Background: an optimization exercise with open tools, aiming at small area and a short achievable clock period. Do not read the settings as production practice. Function was checked by simulation only, so behaviour that the tests miss may differ from the original.

==> flow/design.v, too long to show whole: its modules and the start of the top module <==
// module wk512_munit: 1889 lines
// module wk512_fa: 10 lines
// module wk512_ha: 9 lines
module wk512_munit (
    input  wire        clk,
    input  wire        rst,         
    input  wire        in_valid,
    input  wire        in_short,
    input  wire [6:0]  in_opc,
    input  wire [4:0]  in_dst,
    input  wire [4:0]  in_src,
    input  wire [31:0] in_a,
    input  wire [31:0] in_b,
    input  wire        in_chain,
    output reg         g3_wen,
    output reg  [4:0]  g3_dst,
    output reg  [31:0] g3_data,
    output reg         g1_wen,
    output reg  [4:0]  g1_dst,
    output reg  [31:0] g1_data,
    output reg  [63:0] ac0,
    output reg  [63:0] ac1
);
  // ...
==> flow/flow/run.sh <==
#!/bin/bash
set -euo pipefail
export SETUP_SLACK_MARGIN=6.5
export BUFFER_PORTS_ARGS="-buffer_cell sky130_fd_sc_hd__buf_4"
bash standard.sh > standard_flow.log 2>&1
==> flow/standard.sh <==
#!/bin/bash
# synth_recipe.tcl (not shown) runs the flow's synth.tcl, then flattens the netlist and writes it again
# the make line also repeats each setting of config.mk as NAME=value (left out here)
make -C /OpenROAD-flow-scripts/flow DESIGN_CONFIG=/design/flow/config.mk WORK_HOME=/design/flow/orfs CLKGATE_MAP_FILE= SYNTH_SCRIPT=/design/flow/synth_recipe.tcl "${@:-finish}"
==> flow/config.mk <==
export PLATFORM = sky130hd
export DESIGN_NAME = wk512_munit
export DESIGN_NICKNAME = wk512_munit
export VERILOG_FILES = /design/flow/design.v
export SDC_FILE = /design/flow/constraint.sdc
export NUM_CORES = 4
export LEC_CHECK = 0
export ABC_AREA = 1
export CAP_MARGIN = 20
export CORE_MARGIN = 2
export CORE_UTILIZATION = 45
export PLACE_DENSITY = 0.55
export SLEW_MARGIN = 20
export SYNTH_HIERARCHICAL = 1
export SYNTH_MINIMUM_KEEP_SIZE = 0
==> flow/constraint.sdc <==
create_clock -name core_clock -period 11.5 [get_ports {clk}]
set_input_delay 2.3000 -clock core_clock [delete_from_list [all_inputs] [get_ports {clk}]]
set_output_delay 2.3000 -clock core_clock [all_outputs]
set_load 0.01 [all_outputs]
==> out/qor.csv, run 1 <==
stage,metric,value,unit
status,status,timing/DRC/antenna clean,
sta,Slew HR,26.45,%
synthesis,asr flop ratio synth,0,%
critical_path,Setup crit end kind,output pin,
synthesis,largest family of logic cells by synthesized area,adder cells,
layout,sequential portion of the cell area,19.60,%
clock_tree,TritonCTS clock tree,done,
critical_path,Worst path most repeated cell,nand2_1,
route,top sig layer,met5,
route,starting DRC count in detailed routing,7607,
synthesis,simple-gate portion of the synthesized area,20.02,%
clock_tree,htree depth,3,
sta,hold_ws,0.3258,ns
place,HPWL Detailed,210400,µm
route,ANT nets after route,0,
synthesis,"Distinct cells, synth",58,
global_routing,met2 Use GR,60.06,%
place,placed cell area,57950,µm²
synthesis,average cell area after synthesis,7.457,µm²
layout,register area,12060,µm²
critical_path,CP Data Required Time,9.20,ns
layout,largest class,multi-input combinational cells,
layout,"commonest non-fill, non-tap cell in the layout",nand2_1,
critical_path,"CP delay by family, top",simple AND/OR/NAND/NOR gates,
route,vias per cell,6.015,
place,"number of placed instances, taps included",8890,
sta,Max Clk Rate,198.6,MHz
global_routing,Total Routing Usage GR,42.18,%
global_routing,initial antenna violation count,15,
critical_path,Worst setup startpoint,r1_w[28]$_DFF_P_,
synthesis,cell with the most instances after synthesis,nand2_1,
global_routing,busiest grt layer,met2,
global_routing,M3 GR Usage,12.27,%
==> run 2, diff against run 1 <==
--- a/flow/config.mk
+++ b/flow/config.mk
@@ -5,7 +5,6 @@
 export SDC_FILE = /design/flow/constraint.sdc
 export NUM_CORES = 4
 export LEC_CHECK = 0
-export ABC_AREA = 1
 export CAP_MARGIN = 20
 export CORE_MARGIN = 2
 export CORE_UTILIZATION = 45
==> out/qor.csv, run 2 <==
stage,metric,value,unit,change
route,ANT nets after route,0,,unchanged
worst_hold_path,Worst Min Path Start,s1_hi$_DFF_P_,,
synthesis,"Distinct cells, synth",87,,+50%
critical_path,R2R Path Start,s2_acc[30]$_DFF_P_,,
global_routing,vias in the first global route,47032,,
worst_hold_path,Hold WC Path Type,flop to flop,,
global_routing,Total Routing Usage GR,40.70,%,-1.5 points
clock_tree,Root Driver,clkbuf_16,,
layout,most frequent cells in the layout,"xnor2_1 (579), fa_1 (545), dfxtp_1 (543)",,
sta,Final Hold Viols,0,,
sta,hold_ws,0.3309,ns,+0.005164 ns
synthesis,register area share after synthesis,22.28,%,
die,area of the die,122400,µm²,
critical_path,reg2reg setup slack,6.52,ns,
synthesis,synthesized area,53820,µm²,
die,Placement Rows,126,,
synthesis,number of synthesized flops with an enable pin,0,,
clock_tree,htree depth,3,,unchanged
synthesis,cell with the most instances after synthesis,dfxtp_1,,
global_routing,total gr overflow,0,,
place,Final Wtd Congestion,1.025,,
global_routing,initial antenna violation count,35,,+20
global_routing,first-pass GRT wire length,358200,µm,
route,Post-Route WL,254800,µm,
route,via count,49291,,
critical_path,Critical-path top delay cell,dfxtp_2,,
critical_path,Startpoint Class,flop,,
worst_hold_path,hold path endpoint,s2_hi$_DFF_P_,,
sta,minimum clock period,5.145,ns,
layout,largest registers,"s2_pc: 65 flops, s2_ps: 65 flops",,
synthesis,Post-synth top cells,"dfxtp_1 (599), xnor2_1 (584), clkbuf_1 (558), fa_1 (546), a22oi_1 (517)",,
synthesis,top cell type's share of synthesized area,22.28,%,
synthesis,syn nets,6658,,
critical_path,Worst path depth,12,,
critical_path,Crit path arrival time,2.85,ns,
layout,share of layout cells above drive strength 1,17.23,%,
flow_run,max cap viols,0,,
die,Initial Utilization,45.45,%,
clock_tree,CTS Buf Count,70,,
synthesis,Synth Register Bits,599,,
sta,unrepaired setup endpoints after global routing,true,,
route,detailed-route wire length per cell,34.15,µm,
place,IO Port Bufs,285,,
die,core footprint,118400,µm²,
clock_tree,clk slew on worst S/H paths,0.06,ns,
critical_path,"Largest stage delay, worst path",0.33,ns,
route,Pre-antenna DRT Iters,6,,
sta,pins over their slew limit,0,,
synthesis,average cell area after synthesis,9.101,µm²,+22%
route,vias per cell,6.605,,+9.8%
route,starting DRC count in detailed routing,7637,,+0.39%
die,IO Pins,290,,
die,die height,349.8,µm,
clock_tree,TritonCTS clock tree,done,,
route,# DRC,0,,
synthesis,asr flop ratio synth,0,%,unchanged
critical_path,CP Data Required Time,9.20,ns,about the same
clock_tree,Clock Tree Buf Depth,3,,
critical_path,crit path buf inv count,1,,
critical_path,r2r endpoint,s2_acc[52]$_DFF_P_,,
layout,FILL cells,11286,,
status,status,timing/DRC/antenna clean,,
sta,final setup fails,0,,
critical_path,r2r worst-path depth,14,,
sta,setup TNS,0,ns,
layout,final core occ,50.70,%,
layout,"commonest non-fill, non-tap cell in the layout",xnor2_1,,
synthesis,Synth Warn #,7,,
critical_path,"CP delay by family, top",simple AND/OR/NAND/NOR gates,,
worst_hold_path,hold depth,0,,
place,HPWL Detailed,183900,µm,-13%
layout,Final #Nets,6543,,
clock_tree,clock latency (worst-skew pair),0.68,ns,
critical_path,CP cell instances,and3_4 > and4_4 > nand4_1 > and4_4 > nand2_4 > nor2_4 > and2_4 > and3_4 > and2_4 > xor2_2 > o21a_1 > buf_6,,
synthesis,synth top area cells,"dfxtp_1 (22%), fa_1 (20%), xnor2_1 (9.5%), a22oi_1 (7.2%), mux2_2 (4.7%)",,
sta,fin crit share,44.74,%,
global_routing,largest net degree at the start of global routing,93,,
layout,register area,12070,µm²,about the same
critical_path,Setup crit end kind,output pin,,
critical_path,maximum fanout along the worst path,7,,
synthesis,post-synthesis instance total,5913,,
sta,Max Clk Rate,194.3,MHz,-2.1%
layout,multi-input logic area,39580,µm²,
sta,Slew HR,22.48,%,-4.0 points
synthesis,Synth area leader,dfxtp_1,,
synthesis,main flop type after synthesis,dfxtp_1,,
clock_tree,clock sinks,599,,
layout,Syn-to-layout area delta,11.55,%,
die,Die X,349.8,µm,
critical_path,CP Class,flop to output pin,,
clock_tree,"Hold-fix buffers, CTS",0,,
sta,Setup Skew,0.05334,ns,
sta,Least-Margin Pin Slew,1.163,ns,
==> run 2: cell types whose count changed after synthesis, moves of 242 or more <==
| cell | delta |
|---|---|
| o22ai_1 | -516 |
| a22oi_1 | +515 |
| xnor2_1 | +570 |
| nand2_1 | -1383 |
| o21ai_0 | -242 |
| xor2_1 | -530 |
| inv_1 | -642 |
==> run 2: per-module statistics from Yosys (local to each module, per instance) <==
module | cells | flops+latches
wk512_munit | 5338 | 599
wk512_ha | 1 | 0
wk512_fa | 1 | 0
==> run 2: worst max path at each step <==
stage                     start             end
3_3_place_gp          in_src[0]  r1_big$_DFF_P_
6_report       r1_w[25]$_DFF_P_     g1_data[30]
2_1_floorplan           in_b[0]  r1_inc$_DFF_P_
3_5_place_dp          in_src[0]  r1_big$_DFF_P_
5_1_grt        r1_w[25]$_DFF_P_      g1_data[5]
4_1_cts        r1_w[26]$_DFF_P_     g1_data[30]
==> run 2: layout make-up <==
type	count	area share [%]
antenna	13	0.05419
clock buffer	97	3.320
clock inverter	27	0.7066
inverter	88	0.5544
multi-input combinational	4592	65.94
sequential	599	20.11
tap	1600	3.335
timing repair buffer	447	5.984
==> run 2: metrics by stage <==
stage | setup WS [ns] | cells | cell area, µm²
2_1_floorplan | 6.460 | 5913 | 53860
3_3_place_gp | 5.035 | 7284 | 56510
3_5_place_dp | 5.072 | 7284 | 56510
4_1_cts | 6.324 | 7431 | 59540
5_1_grt | 6.227 | 7451 | 60000
6_report | 6.355 | 7463 | 60030
==> run 2: cells by family after synthesis <==
family / synth area share [%]
AOI/OAI and AO/OA: 20.19
and+or+nand+nor: 10.12
buffers and inverters: 5.196
adders and majority gates: 22.96
xor gates and xnor gates: 10.68
DFF: 22.28
muxes: 8.579
==> run 2: repair_timing <==
item | 4_1_cts | 5_1_grt
endpoints found under the setup margin | 281 | 269
gates cloned | 3 | 1
resized for setup | 116 | 70
pin swaps | 24 | 28
buffers inserted | 20 | 17
==> run 2: metal layers <==
metal  vias up  part of all wire, %  global-route usage (%)
met3       628                   12                   9.637
met1     24809                   40                   55.99
met5         -                0.079                  0.3140
met2      3333                   43                   60.29
met4        24                  5.5                   18.86
li1      20497                    -                       -
==> run 3, diff against run 2 <==
==> flow/flow/run.sh (replaced) <==
#!/bin/bash
set -euo pipefail
export SETUP_SLACK_MARGIN=6.5
export BUFFER_PORTS_ARGS="-buffer_cell sky130_fd_sc_hd__buf_2"
bash standard.sh > standard_flow.log 2>&1
--- a/flow/config.mk
+++ b/flow/config.mk
@@ -8,6 +8,7 @@
 export CAP_MARGIN = 20
 export CORE_MARGIN = 2
 export CORE_UTILIZATION = 45
+export CTS_BUF_LIST = sky130_fd_sc_hd__clkbuf_8 sky130_fd_sc_hd__clkbuf_4
 export PLACE_DENSITY = 0.55
 export SLEW_MARGIN = 20
 export SYNTH_HIERARCHICAL = 1
==> out/qor.csv, run 3 <==
stage,metric,value,unit,change
clock_tree,Root Driver,clkbuf_8,,
synthesis,main flop type after synthesis,dfxtp_1,,
clock_tree,clk slew on worst S/H paths,0.06,ns,about the same
critical_path,maximum fanout along the worst path,4,,-3
critical_path,Setup crit end kind,output pin,,
place,Final Wtd Congestion,1.026,,about the same
sta,unrepaired setup endpoints after global routing,true,,
sta,pins over their slew limit,0,,unchanged
global_routing,largest net degree at the start of global routing,85,,-8.6%
synthesis,"Distinct cells, synth",87,,unchanged
synthesis,cell with the most instances after synthesis,dfxtp_1,,
route,starting DRC count in detailed routing,6915,,-9.5%
layout,share of layout cells above drive strength 1,18.54,%,+1.3 points
synthesis,Synth Area in Adders,22.96,%,unchanged
die,IO Pins,290,,unchanged
critical_path,CP cell instances,and3_4 > and4_4 > nand4_1 > and4_4 > nand2_8 > nor2_4 > and2_4 > and3_4 > and2_4 > xor2_2 > o21a_1 > buf_2,,
synthesis,Compound-Gate Fraction of Synth Area,20.19,%,unchanged
status,status,timing/DRC/antenna clean,,
route,Post-Route WL,251300,µm,-1.4%
synthesis,largest family of logic cells by synthesized area,adder cells,,
sta,fin worst setup slack,6.176,ns,-0.1783 ns
global_routing,initial antenna violation count,30,,-14%
layout,most frequent cells in the layout,"xnor2_1 (575), fa_1 (546), dfxtp_1 (546)",,
clock_tree,"Hold-fix buffers, CTS",0,,unchanged
critical_path,Critical-path top delay cell,dfxtp_4,,
synthesis,synth top area cells,"dfxtp_1 (22%), fa_1 (20%), xnor2_1 (9.5%), a22oi_1 (7.2%), mux2_2 (4.7%)",,
route,Pre-antenna DRT Iters,6,,unchanged
place,placed cell area,55900,µm²,-1.1%
sta,Max Clk Rate,187.8,MHz,-3.3%
synthesis,number of synthesized flops with an enable pin,0,,unchanged
place,pre-CTS WS,5.155,ns,+0.08235 ns
die,Placement Rows,126,,unchanged
sta,fin crit share,46.29,%,+1.6 points
synthesis,Post-synth top cells,"dfxtp_1 (599), xnor2_1 (584), clkbuf_1 (558), fa_1 (546), a22oi_1 (517)",,
sta,minimum clock period,5.324,ns,+0.1783 ns
global_routing,total gr overflow,0,,unchanged
die,core footprint,118400,µm²,unchanged
synthesis,Synth area leader,dfxtp_1,,
synthesis,asr flop ratio synth,0,%,unchanged
route,ANT nets after route,0,,unchanged
layout,"commonest non-fill, non-tap cell in the layout",xnor2_1,,
route,via count,49272,,-0.039%
synthesis,Synth Warn #,7,,unchanged
sta,setup TNS,0,ns,unchanged
sta,Least-Margin Pin Slew,1.221,ns,+0.05768 ns
route,# DRC,0,,unchanged
layout,FILL cells,11265,,-0.19%
clock_tree,clock sinks,599,,unchanged
global_routing,first-pass GRT wire length,352800,µm,-1.5%
layout,Final #Nets,6581,,+0.58%
clock_tree,htree depth,3,,unchanged
synthesis,average cell area after synthesis,9.101,µm²,unchanged
worst_hold_path,Hold WC Path Type,flop to flop,,
critical_path,reg2reg setup slack,6.54,ns,+0.02 ns
layout,fin area,59400,µm²,-1.1%
clock_tree,Clock Tree Buf Depth,3,,unchanged
clock_tree,TritonCTS clock tree,done,,
flow_run,max cap viols,0,,unchanged
synthesis,Post-Synth XOR/XNOR Area,10.68,%,unchanged
sta,final setup fails,0,,unchanged
die,die height,349.8,µm,unchanged
global_routing,Total Routing Usage GR,40.05,%,-0.66 points
critical_path,Crit path arrival time,3.02,ns,+0.17 ns
sta,Slew HR,16.30,%,-6.2 points
critical_path,CP Data Required Time,9.20,ns,about the same
critical_path,CP Class,flop to output pin,,
synthesis,synthesized area,53820,µm²,unchanged
die,area of the die,122400,µm²,unchanged
synthesis,post-synthesis instance total,5913,,unchanged
critical_path,Startpoint Class,flop,,
global_routing,vias in the first global route,47063,,+0.066%
layout,final core occ,50.17,%,-0.53 points
layout,register area,12070,µm²,about the same
layout,Syn-to-layout area delta,10.38,%,
clock_tree,clock latency (worst-skew pair),0.87,ns,+0.19 ns
synthesis,register area share after synthesis,22.28,%,unchanged
critical_path,"Largest stage delay, worst path",0.36,ns,+0.03 ns
sta,hold_ws,0.3283,ns,-0.002590 ns
place,HPWL Detailed,181800,µm,-1.2%
route,vias per cell,6.542,,-0.95%
die,Initial Utilization,45.45,%,unchanged
layout,largest registers,"s2_pc: 65 flops, s2_ps: 65 flops",,
die,Die X,349.8,µm,unchanged
synthesis,simple-gate portion of the synthesized area,10.12,%,unchanged
clock_tree,CTS Buf Count,104,,+49%
layout,multi-input logic area,39680,µm²,+0.25%
route,detailed-route wire length per cell,33.36,µm,-2.3%
sta,Final Hold Viols,0,,unchanged
place,IO Port Bufs,285,,unchanged
synthesis,top cell type's share of synthesized area,22.28,%,unchanged
synthesis,Synth Register Bits,599,,unchanged
synthesis,syn nets,6658,,unchanged
sta,Setup Skew,0.1016,ns,+0.04828 ns
synthesis,post-synthesis mux area share,8.579,%,unchanged
-- run 3: per-stage QoR --
step	cells
final	7532
after CTS	7502
after detailed placement	7296
after global routing	7519
after global placement	7296
after floorplan	5913
-- run 3: cell type report --
cell class                      instances  area share (%)
Multi-Input combinational cell       4592           66.80
Clock inverter                         29          0.6993
Sequential cell                       599           20.32
Inverter                               88          0.5687
Tap cell                             1600           3.370
Timing Repair Buffer                  451           4.849
Clock buffer                          157           3.322
Antenna cell                           16         0.06740
-- run 3: path summary, 6_finish.rpt --
check | cells after the start | startpoint | to
worst max-delay path | 12 | r1_w[25]$_DFF_P_ | g1_data[30]
worst min-delay path | 0 | s1_idx$_DFF_P_ | s2_idx$_DFF_P_
worst max register to register | 9 | s1_xl[15]$_SDFF_PP0_ | s2_pc[15]$_DFF_P_
worst min register to register | 0 | s1_idx$_DFF_P_ | s2_idx$_DFF_P_
-- run 3: per-module statistics from Yosys (local to each module, per instance) --
module | cell area [µm²] | cells inside | flip-flops and latches | times used
wk512_munit | 42530 | 5338 | 599 | 1
wk512_ha | 12.51 | 1 | 0 | 30
wk512_fa | 20.02 | 1 | 0 | 545
-- run 3: kinds of logic (layout without fill, tap and decap cells) --
group,after synthesis,count (layout)
adder cells (fa/ha/maj),660,660
AND/OR/NAND/NOR,1219,1220
AO/OA/AOI/OAI,1654,1654
buffers and inverters,723,725
XOR/XNOR,656,656
other,0,16
multiplexers,402,402
flip-flops,599,599
-- run 3: what timing repair did --
| action | 4_1_cts | 5_1_grt |
|---|---|---|
| resized for setup | 99 | 105 |
| pin swaps | 23 | 37 |
| endpoints found under the hold margin | 0 | 0 |
| gates cloned | 1 | 2 |
| setup buffers | 19 | 12 |
| endpoints found under the setup margin | 229 | 215 |
-- run 3: metal layers --
layer | vias to the layer above | share of wire, % | track usage (%)
met5 | - | 0.090 | 0.6279
li1 | 20572 | - | -
met4 | 20 | 5.8 | 19.13
met1 | 24646 | 40 | 53.70
met3 | 657 | 12 | 11.15
met2 | 3377 | 43 | 59.41
-- run 3: critical path: cells and delay by family, from the launching register on --
family / cells / cell delay [ns]
and+or+nand+nor: 9 / 1.40
AOI/OAI and AO/OA: 1 / 0.17
DFF: 1 / 0.36
xor gates and xnor gates: 1 / 0.14
buffers and inverters: 1 / 0.13

## what the ideal ports hide
No port has a modelled driver above. Below, the same layouts with a new extraction and two added sets of constraints.
Step 1 assumes that a clkbuf_16 drives the clock port and a buf_2 every other input.
Step 2 adds t to the input delays and takes it off the output delays; t is the mean of the earliest and latest rising clock arrival at the registers after step 1. Input paths then give back, and output paths get back, about the clock's delay inside the block.
Slacks: no drivers / after step 1 / after step 2; pairs: no drivers / after step 1.
run	t, ns	slack for setup (ns)	worst data-port slew with drivers (ns)
run 1	0.742	6.464 / 6.376 / 5.880	0.12
run 2	0.717	6.355 / 6.287 / 5.821	0.16
run 3	0.889	6.176 / 6.109 / 5.726	0.14
After both steps setup and hold are still met in every run listed. For run 1, which loses most, drivers alone change the setup slack by -0.088 ns; drivers and shift together by -0.584 ns.
